This design comes from an exercise in tuning for small area, a short achievable clock period and few clock cycles on the open sky130 flow, not from production work.
The RTL was checked by simulation tests, not by an equivalence proof against the original design.
No activity file was given, so power comes from the tool's default toggle rates.

$ cat flow/flow/run.sh
#!/bin/bash
# The standard layout (standard.sh), with:
#  - plain buf_1 cells as the port buffers,
#  - a larger setup margin for timing repair,
#  - clock tree: clkbuf_16 root, clkbuf_8 below it, larger sink clusters, no dummy loads.
set -euo pipefail
bash standard.sh \
  BUFFER_PORTS_ARGS="-buffer_cell sky130_fd_sc_hd__buf_1" \
  SETUP_SLACK_MARGIN=6.95 \
  CTS_ARGS="-sink_clustering_enable -repair_clock_nets -dont_use_dummy_load -root_buf sky130_fd_sc_hd__clkbuf_16 -buf_list sky130_fd_sc_hd__clkbuf_8 -sink_clustering_size 16 -sink_clustering_max_diameter 50" \
  finish > standard.log 2>&1
$ cat flow/standard.sh
#!/bin/bash
# synth_recipe.tcl (not shown) runs the flow's synth.tcl, then flattens the netlist and writes it again
# the make line also repeats each setting of config.mk as NAME=value (left out here)
make -C /OpenROAD-flow-scripts/flow DESIGN_CONFIG=/design/flow/config.mk WORK_HOME=/design/flow/orfs CLKGATE_MAP_FILE= SYNTH_SCRIPT=/design/flow/synth_recipe.tcl "${@:-finish}"
$ cat flow/config.mk
export PLATFORM = sky130hd
export DESIGN_NAME = dz3_tile_scrambler
export DESIGN_NICKNAME = dz3_tile_scrambler
export VERILOG_FILES = /design/flow/design.v
export SDC_FILE = /design/flow/constraint.sdc
export NUM_CORES = 4
export LEC_CHECK = 0
export CAP_MARGIN = 20
export CORE_MARGIN = 2
export CORE_UTILIZATION = 70
export PLACE_DENSITY = 0.8
export SLEW_MARGIN = 20
$ cat flow/constraint.sdc
create_clock -name core_clock -period 10.0 [get_ports {clk}]
set_input_delay 2.0000 -clock core_clock [delete_from_list [all_inputs] [get_ports {clk}]]
set_output_delay 2.0000 -clock core_clock [all_outputs]
set_load 0.01 [all_outputs]
$ cat flow/design.v
module dz3_tile_scrambler (
    input  wire        clk,
    input  wire        rst_n,
    input  wire        cmd_valid,
    output reg         cmd_ready,
    input  wire        cmd_dir,
    input  wire [63:0] cmd_block,
    input  wire [63:0] cmd_page,
    input  wire [63:0] cmd_slot,
    input  wire        in_valid,
    output reg         in_ready,
    input  wire [63:0] in_data,
    output reg         out_valid,
    output reg  [63:0] out_data,
    output reg         res_valid,
    output reg         res_crc_ok
);
    localparam [31:0] RESIDUE = 32'hB798_B438;
    localparam [9:0]  BEAT_CMD = 10'd398;
    localparam [9:0]  BEAT_LAST = 10'd515;
    localparam [63:0] SR_INV = 64'hAAAA_AAAA_AAAA_AAAA;
    reg  [63:0] p_r, s_r, b_r;
    wire [63:0] p_sr = p_r ^ SR_INV;
    wire [63:0] s_sr = s_r ^ SR_INV;
    wire [63:0] b_sr = b_r ^ SR_INV;
    reg [3:0]  b_h;                 
    reg [2:0]  pcol_n, qcol_n;      
    reg [2:0]  pcol_c, qcol_c;      
    reg        pq_c;                
    reg        fa_c;                
    reg [6:0]  jc;                  
    reg        wrapped;
    reg        eng;                 
    reg        dir_n;               
    function [2:0] popc6;
        input [5:0] x;
        reg s1, c1, s2, c2, h, hc, b1, b2;
        begin
            {c1, s1} = x[0] + x[1] + x[2];
            {c2, s2} = x[3] + x[4] + x[5];
            {hc, h}  = s1 + s2;
            {b2, b1} = c1 + c2 + hc;
            popc6 = {b2, b1, h};
        end
    endfunction
    function [2:0] popc7;
        input [6:0] x;
        reg s1, c1, s2, c2, s3, c3, b1, b2;
        begin
            {c1, s1} = x[0] + x[1] + x[2];
            {c2, s2} = x[3] + x[4] + x[5];
            {c3, s3} = s1 + s2 + x[6];
            {b2, b1} = c1 + c2 + c3;
            popc7 = {b2, b1, s3};
        end
    endfunction
    wire [13:0] p_h, s_h;
    genvar gk;
    generate
        for (gk = 0; gk < 14; gk = gk + 1) begin : g_hist
            assign p_h[gk] = s_sr[63-gk] & (jc > gk);
            assign s_h[gk] = b_sr[63-gk] & (jc > gk);
        end
    endgenerate
    wire [2:0] pcol_nx = popc6({p_h[13], p_h[11], !p_h[7], p_h[4], !p_h[1], !p_sr[1]});
    wire [2:0] qcol_nx = popc7({s_h[7], !s_h[2], s_sr[1], b_h[3], b_h[1], b_h[0], !b_sr[1]});
    wire [2:0] pcol_n0 = 3'd2 + !cmd_page[0];
    wire [2:0] qcol_n0 = 3'd1 + cmd_slot[0] + !cmd_block[0];
    wire [3:0] pcol_sum = pcol_n + pcol_c;
    wire [3:0] qcol_sum = qcol_n + qcol_c;
    wire       sum_bit  = pcol_sum[0] ^ qcol_sum[0] ^ pq_c;
    wire       pq_co    = (pcol_sum[0] & qcol_sum[0]) | (pq_c & (pcol_sum[0] | qcol_sum[0]));
    wire       s_bit  = sum_bit & (jc < 7'd64) & !wrapped;
    wire       a_lsb  = p_sr[41] & (wrapped | (jc >= 7'd23));
    wire       fa_sum = a_lsb ^ s_bit ^ fa_c;
    wire       fa_co  = (a_lsb & s_bit) | (a_lsb & fa_c) | (s_bit & fa_c);
    wire [22:0] seed  = p_sr[63:41];
    wire       seed_ok = eng & wrapped & (jc == 7'd46) & !fa_c;
    reg  [22:0] lfsr;
    reg         dir;
    reg  [9:0]  beat;
    reg  [63:0] plain_r;
    reg  [31:0] crc;
    reg         first1, last1, last2;
    reg         beat1;              
    function [86:0] prbs64;       
        input [22:0] s_in;
        reg   [22:0] s;
        reg   [63:0] ks;
        reg          o;
        integer i;
        begin
            s = s_in;
            for (i = 0; i < 64; i = i + 1) begin
                o = s[22] ^ s[17];
                s = {s[21:0], o};
                ks[i] = o;
            end
            prbs64 = {s, ks};
        end
    endfunction
    wire [86:0] step     = prbs64(lfsr);
    wire [63:0] result   = in_data ^ step[63:0];
    wire        adv      = in_valid & in_ready;
    wire        last     = (beat == BEAT_LAST);
    wire        take_idle = seed_ok & !in_ready;
    wire        take_last = seed_ok & in_ready & last;
    wire        take      = take_idle | (in_valid & take_last);
    wire        take_sel  = take_idle | take_last;
    wire        step_en   = adv | take_idle;
    wire        accept   = cmd_valid & cmd_ready;
    wire [31:0] crc_base = first1 ? 32'hFFFF_FFFF : crc;
    wire [63:0] cx = {plain_r[63:32], crc_base ^ plain_r[31:0]};
    wire [31:0] cy;
    wire [412:0] cg;
    assign cg[0] = cx[32] ^ cx[55];
    assign cg[1] = cx[38] ^ cx[47];
    assign cg[2] = cx[14] ^ cx[18];
    assign cg[3] = cx[34] ^ cx[57];
    assign cg[4] = cx[33] ^ cx[52];
    assign cg[5] = cx[11] ^ cx[29];
    assign cg[6] = cx[1] ^ cx[12];
    assign cg[7] = cx[36] ^ cx[45];
    assign cg[8] = cx[42] ^ cx[58];
    assign cg[9] = cx[53] ^ cx[54];
    assign cg[10] = cx[13] ^ cx[51];
    assign cg[11] = cx[24] ^ cx[30];
    assign cg[12] = cx[15] ^ cx[27];
    assign cg[13] = cx[31] ^ cx[50];
    assign cg[14] = cx[37] ^ cx[46];
    assign cg[15] = cx[40] ^ cx[49];
    assign cg[16] = cx[39] ^ cx[48];
    assign cg[17] = cx[16] ^ cx[28];
    assign cg[18] = cx[26] ^ cg[0];
    assign cg[19] = cx[0] ^ cx[62];
    assign cg[20] = cx[25] ^ cx[44];
    assign cg[21] = cx[61] ^ cg[2];
    assign cg[22] = cx[41] ^ cx[59];
    assign cg[23] = cx[35] ^ cx[60];
    assign cg[24] = cx[22] ^ cg[1];
    assign cg[25] = cx[4] ^ cx[63];
    assign cg[26] = cx[23] ^ cg[5];
    assign cg[27] = cx[10] ^ cx[21];
    assign cg[28] = cx[43] ^ cg[11];
    assign cg[29] = cx[56] ^ cg[9];
    assign cg[30] = cx[17] ^ cg[4];
    assign cg[31] = cx[3] ^ cg[8];
    assign cg[32] = cx[5] ^ cg[17];
    assign cg[33] = cx[7] ^ cg[15];
    assign cg[34] = cx[19] ^ cg[3];
    assign cg[35] = cx[6] ^ cg[16];
    assign cg[36] = cx[20] ^ cg[7];
    assign cg[37] = cg[12] ^ cg[18];
    assign cg[38] = cx[9] ^ cg[20];
    assign cg[39] = cg[6] ^ cg[23];
    assign cg[40] = cx[2] ^ cg[10];
    assign cg[41] = cg[14] ^ cg[27];
    assign cg[42] = cx[2] ^ cx[13];
    assign cg[43] = cx[41] ^ cg[12];
    assign cg[44] = cx[0] ^ cg[24];
    assign cg[45] = cg[19] ^ cg[25];
    assign cg[46] = cx[60] ^ cg[31];
    assign cg[47] = cg[13] ^ cg[22];
    assign cg[48] = cx[8] ^ cg[28];
    assign cg[49] = cx[55] ^ cx[63];
    assign cg[50] = cx[8] ^ cx[14];
    assign cg[51] = cx[17] ^ cx[59];
    assign cg[52] = cx[58] ^ cg[19];
    assign cg[53] = cx[42] ^ cg[30];
    assign cg[54] = cx[18] ^ cg[36];
    assign cg[55] = cx[15] ^ cg[33];
    assign cg[56] = cg[9] ^ cg[32];
    assign cg[57] = cg[6] ^ cg[26];
    assign cg[58] = cg[21] ^ cg[26];
    assign cg[59] = cx[44] ^ cx[53];
    assign cg[60] = cx[35] ^ cx[49];
    assign cg[61] = cx[38] ^ cx[61];
    assign cg[62] = cx[54] ^ cx[57];
    assign cg[63] = cx[12] ^ cx[22];
    assign cg[64] = cx[11] ^ cg[14];
    assign cg[65] = cx[30] ^ cg[15];
    assign cg[66] = cx[43] ^ cg[22];
    assign cg[67] = cx[10] ^ cx[25];
    assign cg[68] = cx[16] ^ cx[21];
    assign cg[69] = cx[3] ^ cg[3];
    assign cg[70] = cx[26] ^ cx[31];
    assign cg[71] = cg[4] ^ cg[7];
    assign cg[72] = cx[4] ^ cx[23];
    assign cg[73] = cx[33] ^ cg[1];
    assign cg[74] = cx[55] ^ cg[34];
    assign cg[75] = cx[7] ^ cg[29];
    assign cg[76] = cg[10] ^ cg[13];
    assign cg[77] = cx[34] ^ cg[2];
    assign cg[78] = cg[24] ^ cg[49];
    assign cg[79] = cx[9] ^ cg[25];
    assign cg[80] = cg[31] ^ cg[35];
    assign cg[81] = cx[46] ^ cg[67];
    assign cg[82] = cx[40] ^ cg[37];
    assign cg[83] = cx[39] ^ cg[38];
    assign cg[84] = cg[40] ^ cg[68];
    assign cg[85] = cg[30] ^ cg[41];
    assign cg[86] = cg[28] ^ cg[39];
    assign cg[87] = cx[53] ^ cx[56];
    assign cg[88] = cx[36] ^ cx[56];
    assign cg[89] = cx[6] ^ cx[58];
    assign cg[90] = cx[17] ^ cx[61];
    assign cg[91] = cx[19] ^ cx[22];
    assign cg[92] = cx[19] ^ cx[21];
    assign cg[93] = cx[35] ^ cg[8];
    assign cg[94] = cx[24] ^ cx[43];
    assign cg[95] = cx[20] ^ cx[36];
    assign cg[96] = cx[28] ^ cx[48];
    assign cg[97] = cx[12] ^ cx[62];
    assign cg[98] = cx[52] ^ cg[8];
    assign cg[99] = cx[11] ^ cx[45];
    assign cg[100] = cx[29] ^ cg[0];
    assign cg[101] = cx[1] ^ cg[14];
    assign cg[102] = cx[16] ^ cx[35];
    assign cg[103] = cg[16] ^ cg[88];
    assign cg[104] = cx[29] ^ cg[16];
    assign cg[105] = cx[5] ^ cx[62];
    assign cg[106] = cx[15] ^ cx[37];
    assign cg[107] = cx[59] ^ cg[61];
    assign cg[108] = cx[2] ^ cg[23];
    assign cg[109] = cx[50] ^ cg[60];
    assign cg[110] = cx[57] ^ cg[22];
    assign cg[111] = cx[10] ^ cg[71];
    assign cg[112] = cg[34] ^ cg[36];
    assign cg[113] = cg[0] ^ cg[50];
    assign cg[114] = cg[13] ^ cg[29];
    assign cg[115] = cg[17] ^ cg[73];
    assign cg[116] = cg[11] ^ cg[95];
    assign cg[117] = cg[51] ^ cg[59];
    assign cg[118] = cx[37] ^ cg[34];
    assign cg[119] = cx[47] ^ cg[18];
    assign cg[120] = cg[5] ^ cg[103];
    assign cg[121] = cx[3] ^ cg[64];
    assign cg[122] = cx[56] ^ cg[65];
    assign cg[123] = cg[6] ^ cg[62];
    assign cg[124] = cg[29] ^ cg[42];
    assign cg[125] = cg[18] ^ cg[35];
    assign cg[126] = cx[1] ^ cg[69];
    assign cg[127] = cg[20] ^ cg[70];
    assign cg[128] = cg[4] ^ cg[33];
    assign cg[129] = cx[18] ^ cg[66];
    assign cg[130] = cg[63] ^ cg[72];
    assign cg[131] = cg[24] ^ cg[89];
    assign cg[132] = cx[13] ^ cg[25];
    assign cg[133] = cg[32] ^ cg[76];
    assign cg[134] = cg[41] ^ cg[115];
    assign cg[135] = cg[21] ^ cg[124];
    assign cg[136] = cx[32] ^ cg[43];
    assign cg[137] = cg[52] ^ cg[54];
    assign cg[138] = cg[23] ^ cg[45];
    assign cg[139] = cg[47] ^ cg[113];
    assign cg[140] = cg[39] ^ cg[122];
    assign cg[141] = cg[50] ^ cg[114];
    assign cg[142] = cg[35] ^ cg[38];
    assign cg[143] = cg[7] ^ cg[40];
    assign cg[144] = cx[6] ^ cg[44];
    assign cg[145] = cx[51] ^ cg[79];
    assign cg[146] = cg[37] ^ cg[107];
    assign cg[147] = cg[10] ^ cg[53];
    assign cg[148] = cg[21] ^ cg[45];
    assign cg[149] = cx[23] ^ cg[75];
    assign cg[150] = cx[38] ^ cg[55];
    assign cg[151] = cg[19] ^ cg[46];
    assign cg[152] = cg[48] ^ cg[119];
    assign cg[153] = cg[56] ^ cg[144];
    assign cg[154] = cg[48] ^ cg[146];
    assign cg[155] = cg[57] ^ cg[90];
    assign cg[156] = cg[58] ^ cg[81];
    assign cg[157] = cx[63] ^ cg[84];
    assign cg[158] = cg[86] ^ cg[149];
    assign cg[159] = cx[58] ^ cx[60];
    assign cg[160] = cx[27] ^ cg[159];
    assign cg[161] = cg[42] ^ cg[160];
    assign cg[162] = cg[74] ^ cg[120];
    assign cg[163] = cg[129] ^ cg[32];
    assign cg[164] = cg[44] ^ cg[161];
    assign cg[165] = cg[85] ^ cg[162];
    assign cg[166] = cg[163] ^ cg[164];
    assign cg[167] = cg[165] ^ cg[166];
    assign cg[168] = cx[20] ^ cx[28];
    assign cg[169] = cg[168] ^ cg[80];
    assign cg[170] = cg[117] ^ cg[118];
    assign cg[171] = cg[44] ^ cg[140];
    assign cg[172] = cg[58] ^ cg[169];
    assign cg[173] = cg[170] ^ cg[171];
    assign cg[174] = cg[172] ^ cg[173];
    assign cg[175] = cg[61] ^ cg[62];
    assign cg[176] = cg[72] ^ cg[92];
    assign cg[177] = cg[104] ^ cg[42];
    assign cg[178] = cg[175] ^ cg[47];
    assign cg[179] = cg[55] ^ cg[176];
    assign cg[180] = cg[177] ^ cg[86];
    assign cg[181] = cg[137] ^ cg[178];
    assign cg[182] = cg[179] ^ cg[180];
    assign cg[183] = cg[181] ^ cg[182];
    assign cg[184] = cx[39] ^ cx[61];
    assign cg[185] = cg[15] ^ cg[184];
    assign cg[186] = cg[91] ^ cg[101];
    assign cg[187] = cg[105] ^ cg[20];
    assign cg[188] = cg[185] ^ cg[116];
    assign cg[189] = cg[46] ^ cg[186];
    assign cg[190] = cg[187] ^ cg[139];
    assign cg[191] = cg[188] ^ cg[189];
    assign cg[192] = cg[157] ^ cg[190];
    assign cg[193] = cg[191] ^ cg[192];
    assign cg[194] = cx[62] ^ cg[79];
    assign cg[195] = cg[80] ^ cg[112];
    assign cg[196] = cg[82] ^ cg[133];
    assign cg[197] = cg[194] ^ cg[195];
    assign cg[198] = cg[156] ^ cg[196];
    assign cg[199] = cg[197] ^ cg[198];
    assign cg[200] = cg[3] ^ cg[2];
    assign cg[201] = cg[63] ^ cg[116];
    assign cg[202] = cg[125] ^ cg[40];
    assign cg[203] = cg[200] ^ cg[138];
    assign cg[204] = cg[150] ^ cg[201];
    assign cg[205] = cg[202] ^ cg[203];
    assign cg[206] = cg[204] ^ cg[205];
    assign cg[207] = cx[43] ^ cx[8];
    assign cg[208] = cg[96] ^ cg[108];
    assign cg[209] = cg[13] ^ cg[51];
    assign cg[210] = cg[207] ^ cg[78];
    assign cg[211] = cg[126] ^ cg[55];
    assign cg[212] = cg[208] ^ cg[209];
    assign cg[213] = cg[210] ^ cg[211];
    assign cg[214] = cg[212] ^ cg[156];
    assign cg[215] = cg[213] ^ cg[214];
    assign cg[216] = cx[44] ^ cx[9];
    assign cg[217] = cx[28] ^ cg[69];
    assign cg[218] = cg[105] ^ cg[109];
    assign cg[219] = cg[10] ^ cg[216];
    assign cg[220] = cg[130] ^ cg[217];
    assign cg[221] = cg[218] ^ cg[219];
    assign cg[222] = cg[85] ^ cg[220];
    assign cg[223] = cg[221] ^ cg[154];
    assign cg[224] = cg[222] ^ cg[223];
    assign cg[225] = cx[24] ^ cg[87];
    assign cg[226] = cx[27] ^ cg[225];
    assign cg[227] = cg[77] ^ cg[111];
    assign cg[228] = cg[131] ^ cg[26];
    assign cg[229] = cg[226] ^ cg[83];
    assign cg[230] = cg[133] ^ cg[138];
    assign cg[231] = cg[227] ^ cg[228];
    assign cg[232] = cg[229] ^ cg[230];
    assign cg[233] = cg[231] ^ cg[232];
    assign cg[234] = cx[33] ^ cx[41];
    assign cg[235] = cx[45] ^ cx[25];
    assign cg[236] = cg[234] ^ cg[235];
    assign cg[237] = cg[131] ^ cg[21];
    assign cg[238] = cg[236] ^ cg[82];
    assign cg[239] = cg[237] ^ cg[157];
    assign cg[240] = cg[158] ^ cg[238];
    assign cg[241] = cg[239] ^ cg[240];
    assign cg[242] = cx[54] ^ cx[5];
    assign cg[243] = cx[7] ^ cx[8];
    assign cg[244] = cg[1] ^ cg[94];
    assign cg[245] = cg[106] ^ cg[27];
    assign cg[246] = cg[242] ^ cg[243];
    assign cg[247] = cg[127] ^ cg[244];
    assign cg[248] = cg[245] ^ cg[246];
    assign cg[249] = cg[151] ^ cg[58];
    assign cg[250] = cg[247] ^ cg[248];
    assign cg[251] = cg[249] ^ cg[250];
    assign cg[252] = cx[16] ^ cg[91];
    assign cg[253] = cg[99] ^ cg[6];
    assign cg[254] = cg[45] ^ cg[252];
    assign cg[255] = cg[253] ^ cg[142];
    assign cg[256] = cg[254] ^ cg[154];
    assign cg[257] = cg[255] ^ cg[256];
    assign cg[258] = cx[48] ^ cx[52];
    assign cg[259] = cx[21] ^ cg[258];
    assign cg[260] = cg[66] ^ cg[70];
    assign cg[261] = cg[33] ^ cg[259];
    assign cg[262] = cg[78] ^ cg[118];
    assign cg[263] = cg[38] ^ cg[260];
    assign cg[264] = cg[261] ^ cg[137];
    assign cg[265] = cg[57] ^ cg[262];
    assign cg[266] = cg[263] ^ cg[264];
    assign cg[267] = cg[265] ^ cg[266];
    assign cg[268] = cx[63] ^ cx[0];
    assign cg[269] = cg[3] ^ cg[59];
    assign cg[270] = cg[109] ^ cg[268];
    assign cg[271] = cg[269] ^ cg[32];
    assign cg[272] = cg[53] ^ cg[54];
    assign cg[273] = cg[270] ^ cg[57];
    assign cg[274] = cg[271] ^ cg[272];
    assign cg[275] = cg[152] ^ cg[273];
    assign cg[276] = cg[274] ^ cg[275];
    assign cg[277] = cx[51] ^ cx[52];
    assign cg[278] = cx[55] ^ cx[57];
    assign cg[279] = cx[10] ^ cg[277];
    assign cg[280] = cg[278] ^ cg[99];
    assign cg[281] = cg[11] ^ cg[279];
    assign cg[282] = cg[39] ^ cg[47];
    assign cg[283] = cg[280] ^ cg[281];
    assign cg[284] = cg[83] ^ cg[282];
    assign cg[285] = cg[283] ^ cg[153];
    assign cg[286] = cg[284] ^ cg[285];
    assign cg[287] = cx[40] ^ cx[60];
    assign cg[288] = cx[31] ^ cg[287];
    assign cg[289] = cg[98] ^ cg[288];
    assign cg[290] = cg[75] ^ cg[81];
    assign cg[291] = cg[125] ^ cg[289];
    assign cg[292] = cg[143] ^ cg[290];
    assign cg[293] = cg[291] ^ cg[155];
    assign cg[294] = cg[292] ^ cg[293];
    assign cg[295] = cx[27] ^ cg[97];
    assign cg[296] = cg[110] ^ cg[121];
    assign cg[297] = cg[128] ^ cg[295];
    assign cg[298] = cg[135] ^ cg[296];
    assign cg[299] = cg[297] ^ cg[152];
    assign cg[300] = cg[298] ^ cg[299];
    assign cg[301] = cg[73] ^ cg[96];
    assign cg[302] = cg[97] ^ cg[74];
    assign cg[303] = cg[132] ^ cg[38];
    assign cg[304] = cg[43] ^ cg[46];
    assign cg[305] = cg[301] ^ cg[141];
    assign cg[306] = cg[302] ^ cg[303];
    assign cg[307] = cg[304] ^ cg[305];
    assign cg[308] = cg[306] ^ cg[307];
    assign cg[309] = cx[49] ^ cx[54];
    assign cg[310] = cx[26] ^ cg[309];
    assign cg[311] = cg[64] ^ cg[92];
    assign cg[312] = cg[108] ^ cg[36];
    assign cg[313] = cg[310] ^ cg[21];
    assign cg[314] = cg[44] ^ cg[53];
    assign cg[315] = cg[311] ^ cg[312];
    assign cg[316] = cg[136] ^ cg[145];
    assign cg[317] = cg[313] ^ cg[314];
    assign cg[318] = cg[315] ^ cg[316];
    assign cg[319] = cg[317] ^ cg[318];
    assign cg[320] = cx[50] ^ cx[15];
    assign cg[321] = cx[20] ^ cg[87];
    assign cg[322] = cg[42] ^ cg[110];
    assign cg[323] = cg[320] ^ cg[321];
    assign cg[324] = cg[322] ^ cg[323];
    assign cg[325] = cg[151] ^ cg[324];
    assign cg[326] = cg[155] ^ cg[325];
    assign cg[327] = cx[59] ^ cg[28];
    assign cg[328] = cg[46] ^ cg[123];
    assign cg[329] = cg[84] ^ cg[148];
    assign cg[330] = cg[327] ^ cg[328];
    assign cg[331] = cg[329] ^ cg[330];
    assign cg[332] = cx[31] ^ cg[20];
    assign cg[333] = cg[120] ^ cg[126];
    assign cg[334] = cg[43] ^ cg[332];
    assign cg[335] = cg[134] ^ cg[148];
    assign cg[336] = cg[333] ^ cg[334];
    assign cg[337] = cg[335] ^ cg[336];
    assign cg[338] = cx[42] ^ cx[46];
    assign cg[339] = cx[62] ^ cg[338];
    assign cg[340] = cg[71] ^ cg[27];
    assign cg[341] = cg[339] ^ cg[129];
    assign cg[342] = cg[132] ^ cg[37];
    assign cg[343] = cg[340] ^ cg[140];
    assign cg[344] = cg[341] ^ cg[342];
    assign cg[345] = cg[343] ^ cg[344];
    assign cg[346] = cx[38] ^ cg[49];
    assign cg[347] = cg[13] ^ cg[27];
    assign cg[348] = cg[98] ^ cg[104];
    assign cg[349] = cg[346] ^ cg[21];
    assign cg[350] = cg[117] ^ cg[347];
    assign cg[351] = cg[348] ^ cg[349];
    assign cg[352] = cg[350] ^ cg[351];
    assign cg[353] = cx[48] ^ cg[1];
    assign cg[354] = cg[3] ^ cg[65];
    assign cg[355] = cg[100] ^ cg[353];
    assign cg[356] = cg[43] ^ cg[52];
    assign cg[357] = cg[354] ^ cg[355];
    assign cg[358] = cg[85] ^ cg[143];
    assign cg[359] = cg[56] ^ cg[356];
    assign cg[360] = cg[357] ^ cg[358];
    assign cg[361] = cg[359] ^ cg[360];
    assign cg[362] = cx[30] ^ cg[60];
    assign cg[363] = cg[101] ^ cg[5];
    assign cg[364] = cg[17] ^ cg[29];
    assign cg[365] = cg[30] ^ cg[362];
    assign cg[366] = cg[77] ^ cg[78];
    assign cg[367] = cg[80] ^ cg[47];
    assign cg[368] = cg[363] ^ cg[364];
    assign cg[369] = cg[365] ^ cg[366];
    assign cg[370] = cg[367] ^ cg[368];
    assign cg[371] = cg[369] ^ cg[370];
    assign cg[372] = cx[11] ^ cx[30];
    assign cg[373] = cg[93] ^ cg[372];
    assign cg[374] = cg[76] ^ cg[128];
    assign cg[375] = cg[130] ^ cg[41];
    assign cg[376] = cg[373] ^ cg[136];
    assign cg[377] = cg[56] ^ cg[374];
    assign cg[378] = cg[375] ^ cg[376];
    assign cg[379] = cg[377] ^ cg[378];
    assign cg[380] = cx[34] ^ cx[36];
    assign cg[381] = cx[12] ^ cg[380];
    assign cg[382] = cg[94] ^ cg[381];
    assign cg[383] = cg[26] ^ cg[382];
    assign cg[384] = cg[139] ^ cg[147];
    assign cg[385] = cg[383] ^ cg[153];
    assign cg[386] = cg[384] ^ cg[385];
    assign cg[387] = cg[100] ^ cg[106];
    assign cg[388] = cg[77] ^ cg[387];
    assign cg[389] = cg[142] ^ cg[147];
    assign cg[390] = cg[388] ^ cg[158];
    assign cg[391] = cg[389] ^ cg[390];
    assign cg[392] = cg[102] ^ cg[74];
    assign cg[393] = cg[111] ^ cg[127];
    assign cg[394] = cg[135] ^ cg[150];
    assign cg[395] = cg[48] ^ cg[392];
    assign cg[396] = cg[393] ^ cg[394];
    assign cg[397] = cg[395] ^ cg[396];
    assign cg[398] = cx[41] ^ cx[17];
    assign cg[399] = cg[102] ^ cg[398];
    assign cg[400] = cg[112] ^ cg[121];
    assign cg[401] = cg[37] ^ cg[52];
    assign cg[402] = cg[399] ^ cg[83];
    assign cg[403] = cg[141] ^ cg[400];
    assign cg[404] = cg[401] ^ cg[402];
    assign cg[405] = cg[403] ^ cg[404];
    assign cg[406] = cx[56] ^ cg[93];
    assign cg[407] = cg[51] ^ cg[123];
    assign cg[408] = cg[54] ^ cg[406];
    assign cg[409] = cg[82] ^ cg[134];
    assign cg[410] = cg[145] ^ cg[407];
    assign cg[411] = cg[408] ^ cg[409];
    assign cg[412] = cg[410] ^ cg[411];
    assign cy[0] = cg[167];
    assign cy[1] = cg[174];
    assign cy[2] = cg[183];
    assign cy[3] = cg[193];
    assign cy[4] = cg[199];
    assign cy[5] = cg[206];
    assign cy[6] = cg[215];
    assign cy[7] = cg[224];
    assign cy[8] = cg[233];
    assign cy[9] = cg[241];
    assign cy[10] = cg[251];
    assign cy[11] = cg[257];
    assign cy[12] = cg[267];
    assign cy[13] = cg[276];
    assign cy[14] = cg[286];
    assign cy[15] = cg[294];
    assign cy[16] = cg[300];
    assign cy[17] = cg[308];
    assign cy[18] = cg[319];
    assign cy[19] = cg[326];
    assign cy[20] = cg[331];
    assign cy[21] = cg[337];
    assign cy[22] = cg[345];
    assign cy[23] = cg[352];
    assign cy[24] = cg[361];
    assign cy[25] = cg[371];
    assign cy[26] = cg[379];
    assign cy[27] = cg[386];
    assign cy[28] = cg[391];
    assign cy[29] = cg[397];
    assign cy[30] = cg[405];
    assign cy[31] = cg[412];
    reg         in_ready_n;
    reg  [9:0]  beat_n;
    always @(*) begin
        in_ready_n = in_ready;
        if (take)
            in_ready_n = 1'b1;
        else if (adv & last)
            in_ready_n = 1'b0;
        beat_n = beat;
        if (step_en)
            beat_n = take_sel ? 10'd0 : beat + 10'd1;
    end
    always @(posedge clk) begin
        if (!rst_n) begin
            cmd_ready <= 1'b0;
            in_ready  <= 1'b0;
            eng       <= 1'b0;
            out_valid <= 1'b0;
            first1    <= 1'b0;
            last1     <= 1'b0;
            last2     <= 1'b0;
            res_valid <= 1'b0;
        end else begin
            cmd_ready <= !eng & !accept & jc[6] & (!in_ready | (beat >= BEAT_CMD));
            in_ready  <= in_ready_n;
            if (accept)
                eng <= 1'b1;
            else if (take)
                eng <= 1'b0;
            out_valid <= adv;
            first1    <= adv & (beat == 10'd0);
            last1     <= adv & last;
            last2     <= last1;
            res_valid <= last2;
        end
    end
    always @(posedge clk) begin
        p_r <= ({fa_sum & eng, p_sr[63:1]}  | ({64{accept}} & cmd_page)) ^ SR_INV;
        s_r <= ({p_sr[0] & eng, s_sr[63:1]} | ({64{accept}} & cmd_slot)) ^ SR_INV;
        b_r <= ({s_sr[0] & eng, b_sr[63:1]} | ({64{accept}} & cmd_block)) ^ SR_INV;
        if (accept) begin
            b_h     <= 4'd0;
            pcol_n  <= pcol_n0;
            qcol_n  <= qcol_n0;
            pcol_c  <= 3'd3;
            qcol_c  <= 3'd2;
            pq_c    <= 1'b0;
            fa_c    <= 1'b1;
            jc      <= 7'd0;
            wrapped <= 1'b0;
            dir_n   <= cmd_dir;
        end else begin
            b_h     <= {b_h[2:0], b_sr[0]};
            pcol_n  <= pcol_nx;
            qcol_n  <= qcol_nx;
            pcol_c  <= pcol_sum[3:1];
            qcol_c  <= qcol_sum[3:1];
            pq_c    <= pq_co;
            fa_c    <= fa_co;
            if (!rst_n || take) begin
                jc      <= 7'd0;
            end else if (eng) begin
                if (jc == 7'd68) begin
                    jc      <= 7'd46;
                    wrapped <= 1'b1;
                end else begin
                    jc      <= jc + 7'd1;
                end
            end else if (!jc[6]) begin
                jc      <= jc + 7'd1;
            end
        end
        if (step_en)
            lfsr <= take_sel ? seed : step[86:64];
        if (take)
            dir  <= dir_n;
        beat     <= beat_n;
        out_data <= result;
        plain_r  <= dir ? result : in_data;
        beat1 <= adv;
        if (beat1)
            crc <= cy;
        res_crc_ok <= (crc == RESIDUE);
    end
endmodule
==> results of run 1 <==
[layout make-up]
cell class / count / area [um^2] / share of cell area
multi-input combinational: 1265 / 10100 / 0.463
sequential: 423 / 9160 / 0.419
timing repair buffer: 339 / 1360 / 0.0624
clock buffer: 38 / 579 / 0.0265
tap: 378 / 473 / 0.0216
inverter: 32 / 146 / 0.00669
timing repair inverter: 1 / 8.76 / 0.000401
antenna: 3 / 7.51 / 0.000343
[state kept, by name, summed over array words and instances, names as in the netlist, 4 cells and up]
name / cells
plain_r: 64
crc: 32
beat: 10
out_data: 64
s_r: 64
b_r: 64
p_r: 64
lfsr: 23
b_h: 4
jc: 7
[routing by layer]
metal / track usage / up-vias
met3: 0.0935 / 173
met5: 0 / -
met4: 0.197 / 8
met2: 0.644 / 693
met1: 0.434 / 6461
li1: - / 6291
[placed cells by master, fill, tap and decap left out, types with 30 or more instances in the layout]
cell | synthesis | routed
xor2_1 | 161 | 158
edfxtp_1 | 67 | 67
dfxtp_1 | 356 | 345
clkbuf_8 | 0 | 33
buf_1 | 5 | 312
a21oi_1 | 106 | 106
xnor3_1 | 74 | 71
nor2_1 | 142 | 141
nand2_1 | 250 | 249
inv_1 | 31 | 30
xnor2_1 | 392 | 382
[metrics by stage]
step           cells  power [mW]  hold slack [ps]
2_1_floorplan   1781        2.79              343
3_3_place_gp    2435        3.05              346
3_5_place_dp    2435        3.07              347
4_1_cts         2476        3.97              341
5_1_grt         2478        4.13              337
6_report        2479        3.98              343
[power by group]
| part | switching [mW] | internal (mW) |
|---|---|---|
| Clock | 0.532 | 0.387 |
| Combinational | 0.533 | 0.664 |
| Sequential | 0.0429 | 1.83 |
| Total | 1.11 | 2.88 |
[logic make-up (layout without fill, tap and decap cells)]
| logic type | after synthesis | in the layout | synth area share |
|---|---|---|---|
| multiplexers | 18 | 18 | 0.00964 |
| other | 0 | 3 | 0 |
| AND/OR/NAND/NOR | 447 | 447 | 0.0938 |
| XOR/XNOR | 643 | 643 | 0.352 |
| buffers and inverters | 93 | 410 | 0.0186 |
| AO/OA/AOI/OAI | 130 | 130 | 0.0352 |
| flip-flops | 423 | 423 | 0.470 |
| adder cells (fa/ha/maj) | 27 | 27 | 0.0216 |
[timing repair]
action / in CTS / in global routing
gates cloned: 1 / 0
buffers inserted: 2 / 0
pin swaps: 1 / 1
hold endpoints to repair: 0 / 0
gates resized for setup: 38 / 26
endpoints found under the setup margin: 128 / 26
[path summary, 6_finish.rpt]
kind,from,end,slack (ps),cells after the start
setup / recovery,plain_r[39],crc[4],6960,6
hold reg to reg,s_r[19],s_r[18],340,1
hold / removal,s_r[19],s_r[18],340,1
setup reg to reg,plain_r[39],crc[4],6960,6
==> results.cfg, run 1 <==
[critical_path]
crit_type = reg -> reg
worst_path_max_delay_cell = dfxtp_1
path_max_fanout = 4
cp-end-kind = flop
crit_family = XOR/XNOR gates
critPathLaunchType = flop
crit_arrival_ps = 3260
cp_cell_sequence = xnor2_2 > xnor3_1 > xor2_1 > xnor2_1 > xnor2_1 > xnor3_1
critPathRequiredTime_ps = 10220
critical_path.max_stage_delay_ps = 720
path_buf_inv = 0

[detailed_routing]
drc = 0
firstDrtPassIters = 6
vias_per_cell = 5.50
via_count = 13600
wl_met3_um = 5050
wl_met2_um = 26500
ant_nets = 0
top_layer_used = met5
wl_met1_um = 19800
wire_per_inst_um = 22.1
drt-initial-drc-count = 1119
routed_wl_um = 54700

[place]
placed_area_um2 = 21000
dp_hpwl_um = 42700
post-place-ws_ps = 5640
gp_congestion = 1.04
portBuffers = 329

[floorplan]
fp.dieH_um = 171
fp.dieArea_um2 = 29200
core_area_um2 = 27600
pin_count = 330
fp.dieW_um = 171
num_rows = 61
start_util = 0.706

[sta]
min_period_over_period = 0.304
setup_viol = 0
slew_violations = 0
slew_headroom = 0.245
setup_slack_ps = 6960
finClkSkew_ps = 67.3
fmax_mhz = 329
setup_tns_ps = 0
rsz0062_at_grt = yes
period_needed_ps = 3040
hold_viol_final = 0
tightestPinTransition_ps = 1130

[run_status]
status = complete, no violations

[synth]
synth_edf_count = 67
syn_area_per_cell_um2 = 10.9
yosys.area.top_type = dfxtp_1
yosys-top-cells-count = 392 x xnor2_1, 356 x dfxtp_1, 250 x nand2_1, 161 x xor2_1, 142 x nor2_1
synth_nets = 2069
synth_ff_type = dfxtp_1
yosys-top-cells-area = dfxtp_1 37%, xnor2_1 18%, edfxtp_1 10%, xnor3_1 8.6%, xor2_1 7.2%
synth_area_um2 = 19500
synth.distinct_cells = 41
synthArstFlopShare = 0
yosys_warnings = 1
yosys.area.top_type_share = 0.366
yosysMostFrequentCell = xnor2_1
synthCells = 1781
ys_ff_latch = 423
synth-seq-area-share = 0.470

[clock_tree]
cts_tree = built
clock_sinks = 423
hold_buffers = 0
cts.clk_slew.worst_paths_ps = 90
root_buffer = clkbuf_16
htreeDepth = 2
cts_made_buffers = 38
clock_latency_ps = 510
clk_path_buf_depth = 3

[min_path]
hp-class = reg -> reg

[grt]
antenna_found_initial = 7
grt_max_degree = 100
grt.total_usage = 0.375
grt_pass1_wl_um = 79100
grt-ovfl-total = 0
grt_pass1_vias = 13600

[finish]
syn_to_final_growth_pct = 12.4
layout-drive-gt1-share = 0.0548
utilization = 0.794
final_area_um2 = 21900
fill_cells = 1741
nets = 2388

[power_and_ir_drop]
ir_drop_v = 0.000149
power.leakage_nw = 9.05
power_density_nw_per_um2 = 182

[job]
cap_violations = 0
Testbench counts, summed over its fixed seeds: cycles 67,152.
==> run 2, diff against run 1 <==
--- a/flow/flow/run.sh
+++ b/flow/flow/run.sh
@@ -8,3 +8,3 @@
   BUFFER_PORTS_ARGS="-buffer_cell sky130_fd_sc_hd__buf_1" \
-  SETUP_SLACK_MARGIN=6.95 \
+  SETUP_SLACK_MARGIN=7.05 \
   CTS_ARGS="-sink_clustering_enable -repair_clock_nets -dont_use_dummy_load -root_buf sky130_fd_sc_hd__clkbuf_16 -buf_list sky130_fd_sc_hd__clkbuf_8 -sink_clustering_size 16 -sink_clustering_max_diameter 50" \
==> run 2 against run 1 <==
Compared with the run above: via count up 1.3%; critical path type is now reg -> out; still clean; largest power group unchanged; count of clock-buffer cells in the layout unchanged; sequential cell count unchanged; routed wire length up 0.67%; die area unchanged; final area up 2.2%; utilization up 1.8 points; fmax up 1.7%.
==> results.cfg, run 2 <==
[run_status]
status = complete, no violations

[detailed_routing]
drc = 0
vias_per_cell = 5.55
routed_wl_um = 55000
drt-initial-drc-count = 1212
ant_nets = 0
firstDrtPassIters = 8
via_count = 13800
wire_per_inst_um = 22.1

[sta]
tightestPinTransition_ps = 1160
slew_headroom = 0.220
finClkSkew_ps = 53.2
setup_tns_ps = 0
fmax_mhz = 335
slew_violations = 0
rsz0062_at_grt = yes
hold_viol_final = 0
min_period_over_period = 0.299
setup_viol = 0
period_needed_ps = 2990

[power_and_ir_drop]
power.leakage_nw = 9.35
power_density_nw_per_um2 = 179
ir_drop_v = 0.000137

[synth]
yosys.area.top_type_share = 0.366
synth_nets = 2069
yosys.area_share.simple = 0.0938
yosys_warnings = 1
synth_edf_count = 67
synth_top_family_by_area = XOR/XNOR gates
yosysMostFrequentCell = xnor2_1
yosys-top-cells-area = dfxtp_1 37%, xnor2_1 18%, edfxtp_1 10%, xnor3_1 8.6%, xor2_1 7.2%
synthXorXnorAreaFrac = 0.352
synth.distinct_cells = 41
synth_ff_type = dfxtp_1
yosys.area.top_type = dfxtp_1
yosys-mux-area-fraction = 0.00964
syn_area_per_cell_um2 = 10.9
ys_ff_latch = 423
synth-seq-area-share = 0.470
synth_compound_area_frac = 0.0352
yosys-top-cells-count = 392 x xnor2_1, 356 x dfxtp_1, 250 x nand2_1, 161 x xor2_1, 142 x nor2_1
synthCells = 1781
synth_area_um2 = 19500
synthAdderAreaFrac = 0.0216
synthArstFlopShare = 0

[critical_path]
cp_cell_sequence = buf_6
critical_path.max_stage_delay_ps = 370
cp-end-kind = output port
r2r_end = crc[12]
critPathLaunchType = flop
crit_family = flip-flops
rrSetupSlack_ps = 7060
path_max_fanout = 1
path_buf_inv = 1
rr_worst_depth = 7
r2r-start = first1
crit_arrival_ps = 990
worst_path_max_delay_cell = dfxtp_2
critPathRequiredTime_ps = 8000
crit_type = reg -> out

[floorplan]
num_rows = 61
start_util = 0.706
pin_count = 330
fp.dieArea_um2 = 29200
core_area_um2 = 27600
fp.dieW_um = 171
fp.dieH_um = 171

[finish]
final_area_um2 = 22400
layout-drive-gt1-share = 0.101
nets = 2397
layout_common_cells = 380 x xnor2_1, 311 x dfxtp_1, 261 x buf_1, 249 x nand2_1, 158 x xor2_1
syn_to_final_growth_pct = 14.9
utilization = 0.811
fill_cells = 1701
final_common_cell = xnor2_1

[clock_tree]
clock_latency_ps = 510
cts.clk_slew.worst_paths_ps = 90
cts_tree = built
clock_sinks = 423
htreeDepth = 2
cts_made_buffers = 38
clk_path_buf_depth = 3
root_buffer = clkbuf_16

[min_path]
min_from = s_r[45]
holdPathStages = 1
hp-class = reg -> reg
hold-path-endpoint = s_r[44]

[place]
portBuffers = 329
placed_area_um2 = 21000
gp_congestion = 1.06
dp_hpwl_um = 41900

[grt]
grt-ovfl-total = 0
grt_pass1_wl_um = 79600
antenna_found_initial = 4
grt_pass1_vias = 14000
grt_max_degree = 70
grt.total_usage = 0.375

[job]
cap_violations = 0
==> run 2: kinds of logic after synthesis <==
family / count (synthesis)
AOI/OAI and AO/OA: 130
xor gates and xnor gates: 643
adders and majority gates: 27
buffers and inverters: 93
DFF: 423
muxes: 18
and+or+nand+nor: 447
==> run 2: where the power goes <==
group	leakage, nW	internal [mW]	total, mW	switching [mW]
clock	0.299	0.387	0.915	0.528
sequential	3.58	1.83	1.87	0.0436
combinational	5.47	0.685	1.22	0.536
==> run 2: through the flow <==
step	power [mW]	hold slack (ps)	worst slack, ps	cells
after floorplan	2.79	343	7060	1781
after global placement	3.04	346	5930	2433
after detailed placement	3.06	349	5910	2433
after CTS	3.97	361	7010	2473
after global routing	4.14	376	6990	2485
final	4.01	362	7010	2488
==> run 2: how the worst max path moves through the flow <==
stage | slack, ps | startpoint | cells past startpoint | endpoint
floorplan | 7060 | cmd_valid | 5 | dir_n
global placement | 5930 | cmd_valid | 4 | dir_n
finish | 7010 | out_data[7] | 1 | out_data[7]
global route | 6990 | first1 | 7 | crc[8]
CTS | 7010 | out_data[45] | 1 | out_data[45]
detailed placement | 5910 | cmd_valid | 4 | dir_n
==> run 2: cell type report <==
cell class | instances | area, um^2 | share of cell area
Timing Repair inverter | 1 | 8.76 | 0.000392
Clock buffer | 38 | 579 | 0.0259
Antenna cell | 3 | 7.51 | 0.000336
Multi-Input combinational cell | 1265 | 10200 | 0.456
Sequential cell | 423 | 9200 | 0.411
Inverter | 32 | 146 | 0.00655
Tap cell | 378 | 473 | 0.0212
Timing Repair Buffer | 348 | 1760 | 0.0786
==> run 2: worst register-to-register path, stage by stage, from the launching register on <==
cell and delay, ps:
dfxtp_2 450, buf_12 220, nor2_1 120, xnor2_2 290, xor3_2 460, xnor3_1 530, xnor3_1 470, xnor2_1 160
==> run 2: repair_timing <==
item,CTS,global route
gates cloned,1,1
pin swaps,1,2
buffers inserted,1,10
endpoints found under the setup margin,157,143
hold buffers,0,0
gates resized for setup,152,43
==> run 2: routing by layer <==
metal | global-route usage | up-vias | wire length, um
li1 | - | 6308 | -
met1 | 0.429 | 6498 | 19500
met2 | 0.634 | 778 | 26400
met3 | 0.0881 | 220 | 5160
met4 | 0.239 | 2 | 3890
met5 | 0 | - | 13
==> run 3, diff against run 2 <==
==> flow/flow/run.sh (replaced) <==
#!/bin/bash
# The standard layout (standard.sh), with:
#  - plain buf_1 cells as the port buffers,
#  - a larger setup margin for timing repair,
#  - clock tree: clkbuf_16 root, clkbuf_8 below it, larger sink clusters, no dummy loads.
set -euo pipefail
bash standard.sh \
  BUFFER_PORTS_ARGS="-buffer_cell sky130_fd_sc_hd__buf_1" \
  SETUP_SLACK_MARGIN=6.95 \
  CTS_ARGS="-sink_clustering_enable -repair_clock_nets -dont_use_dummy_load -root_buf sky130_fd_sc_hd__clkbuf_16 -buf_list sky130_fd_sc_hd__clkbuf_8 -sink_clustering_size 20 -sink_clustering_max_diameter 60" \
  finish > standard.log 2>&1
==> run 3 against run 2 <==
Compared with the run above: utilization decreased by 1.9 points; clock power decreased by 12%; register-to-register slack got worse by 160 ps; critical path depth increased by 5; clock skew increased by 23 ps; worst hold slack got worse by 2.2 ps; first-iteration DRC count decreased by 9.6%; combinational power about the same; critical endpoint is now crc[14]; largest power group unchanged.
==> results.cfg, run 3 <==
[sta]
hold_slack_ps = 360
fmax_mhz = 322
slew_headroom = 0.247
period_needed_ps = 3100
min_period_over_period = 0.310
hold_viol_final = 0
slew_violations = 0
finClkSkew_ps = 75.7
rsz0062_at_grt = yes
setup_viol = 0
tightestPinTransition_ps = 1120
setup_tns_ps = 0
setup_slack_ps = 6900

[min_path]
hp-class = reg -> reg

[synth]
synth_top_family_by_area = XOR/XNOR gates
yosysMostFrequentCell = xnor2_1
yosys.area_share.simple = 0.0938
synthXorXnorAreaFrac = 0.352
synthAdderAreaFrac = 0.0216
synth_edf_count = 67
synth_ff_type = dfxtp_1
yosys_warnings = 1
synthCells = 1781
yosys.area.top_type_share = 0.366
synth_compound_area_frac = 0.0352
syn_area_per_cell_um2 = 10.9
yosys-top-cells-count = 392 x xnor2_1, 356 x dfxtp_1, 250 x nand2_1, 161 x xor2_1, 142 x nor2_1
synthArstFlopShare = 0
yosys-top-cells-area = dfxtp_1 37%, xnor2_1 18%, edfxtp_1 10%, xnor3_1 8.6%, xor2_1 7.2%
yosys.area.top_type = dfxtp_1
synth_area_um2 = 19500
synth_nets = 2069
synth.distinct_cells = 41
yosys-mux-area-fraction = 0.00964
synth-seq-area-share = 0.470
ys_ff_latch = 423

[critical_path]
path_buf_inv = 0
critPathLaunchType = flop
cp-end-kind = flop
crit_family = XOR/XNOR gates
cpMostUsedCell = xnor3_1
path_max_fanout = 4
crit_type = reg -> reg
crit_arrival_ps = 3400
critical_path.max_stage_delay_ps = 550
worst_path_max_delay_cell = xnor3_2
cp_cell_sequence = xnor2_2 > xnor3_2 > xnor2_4 > xnor3_1 > xnor3_1 > xnor2_1
critPathRequiredTime_ps = 10290

[floorplan]
fp.dieW_um = 171
start_util = 0.706
pin_count = 330
num_rows = 61
fp.dieH_um = 171
core_area_um2 = 27600
fp.dieArea_um2 = 29200

[job]
cap_violations = 0

[power_and_ir_drop]
p_int_mw = 2.79
ir_drop_v = 0.000154
power_density_nw_per_um2 = 178
switching_share = 0.280
switching_power_mw = 1.09
clock_power_share = 0.208
seqPwrFrac = 0.482
power.leakage_nw = 9.11
pwr-share-comb = 0.310

[detailed_routing]
firstDrtPassIters = 7
wire_per_inst_um = 22.1
drt-initial-drc-count = 1096
drc = 0
routed_wl_um = 54500
ant_nets = 0
vias_per_cell = 5.51
via_count = 13600

[finish]
nets = 2381
syn_to_final_growth_pct = 12.2
utilization = 0.792
layout_common_cells = 383 x xnor2_1, 337 x dfxtp_1, 278 x buf_1, 249 x nand2_1, 158 x xor2_1
fill_cells = 1754
final_common_cell = xnor2_1
layout-drive-gt1-share = 0.0713

[clock_tree]
clock_latency_ps = 550
cts_made_buffers = 30
hold_buffers = 0
cts_tree = built
root_buffer = clkbuf_16
clock_sinks = 423
htreeDepth = 1
cts.clk_slew.worst_paths_ps = 110
clk_path_buf_depth = 3

[place]
post-place-ws_ps = 5640
portBuffers = 329
gp_congestion = 1.04
dp_hpwl_um = 42700

[grt]
grt_max_degree = 100
grt-ovfl-total = 0
grt.total_usage = 0.372
grt_pass1_wl_um = 79200
grt_pass1_vias = 13500
antenna_found_initial = 5

[run_status]
status = complete, no violations
## run 3: changes by cell type in the layout (fill, tap and decap cells not counted), sizes merged
cell / delta
clkbuf: +20
buf: -36
clkinv: -1
bufinv: +1
diode: -1
## run 3: area by class of cell
cell class	count	area, um^2	share of cell area
antenna	2	5.00	0.000229
clock buffer	30	447	0.0205
inverter	32	146	0.00671
multi-input combinational	1265	10100	0.464
sequential	423	9170	0.420
tap	378	473	0.0217
timing repair buffer	340	1460	0.0668
timing repair inverter	1	8.76	0.000401
## run 3: power groups by stage
stage / combinational [mW] / sequential [mW] / clock (mW)
after floorplan: 0.895 / 1.89 / 0
after global placement: 1.15 / 1.91 / 0
after detailed placement: 1.16 / 1.91 / 0
after CTS: 1.18 / 1.87 / 0.815
after global routing: 1.27 / 1.87 / 0.875
final: 1.20 / 1.87 / 0.807
## run 3: kinds of logic after synthesis
group | after synthesis
xor gates and xnor gates | 643
and+or+nand+nor | 447
DFF | 423
AOI/OAI and AO/OA | 130
buffers and inverters | 93
adders and majority gates | 27
muxes | 18
## run 3: what timing repair did
action                                  4_1_cts  5_1_grt
resized for setup                            66       49
pin swaps                                     1        1
buffers inserted                              2        1
endpoints found under the setup margin      143       51
gates cloned                                  1        0
## run 3: worst register-to-register path, stage by stage, from the launching register on
cell     delay, ps
dfxtp_1        430
xnor2_2        400
xnor3_2        550
xnor2_4        330
xnor3_1        510
xnor3_1        360
xnor2_1        280
## run 3: worst paths after layout
kind	slack (ps)	start	to	cells after the start
min reg2reg	360	s_r[19]	s_r[18]	1
max reg2reg	6900	plain_r[38]	crc[14]	6
max	6900	plain_r[38]	crc[14]	6
min	360	s_r[19]	s_r[18]	1
## run 3: routing by layer
layer,vias up,wire length (um),GRT usage
met5,-,38,0
met4,6,3350,0.190
met3,162,5250,0.0745
met2,695,26100,0.639
met1,6477,19800,0.444
li1,6275,-,-
## run 3: through the flow
| stage | total power, mW | cell area, um^2 | cells |
|---|---|---|---|
| after floorplan | 2.79 | 19500 | 1781 |
| after global placement | 3.05 | 21000 | 2435 |
| after detailed placement | 3.07 | 21000 | 2435 |
| after CTS | 3.87 | 21700 | 2468 |
| after global routing | 4.01 | 21800 | 2469 |
| final | 3.88 | 21800 | 2471 |

==> port drivers added, routing unchanged <==
The flow's constraints put no driver on any port. The routed layouts listed below were extracted and timed again, unchanged, in two steps. Step 1, drivers: a clkbuf_16 drives clk and a buf_2 each remaining input, both assumed. Step 2 times the ports against the registers' clock, not the clock port: input delays grow and output delays shrink by t, the midpoint of the rising clock arrivals with the driver on. a / b / c = ideal ports / drivers / drivers and shift; a / b = the first two.
run | t (ns) | setup WS [ns] | worst setup path after step 2 | worst data-port slew with drivers (ns)
run 1 | 0.536 | 6.960 / 6.919 / 6.554 | input to register | 0.10
run 2 | 0.540 | 7.012 / 6.958 / 6.714 | input to register | 0.09
run 3 | 0.557 | 6.897 / 6.897 / 6.518 | input to register | 0.10
After both steps setup and hold are still met in every run listed. The setup slack of run 1, which loses most, moves by -0.041 ns with the drivers and by -0.406 ns with both steps.
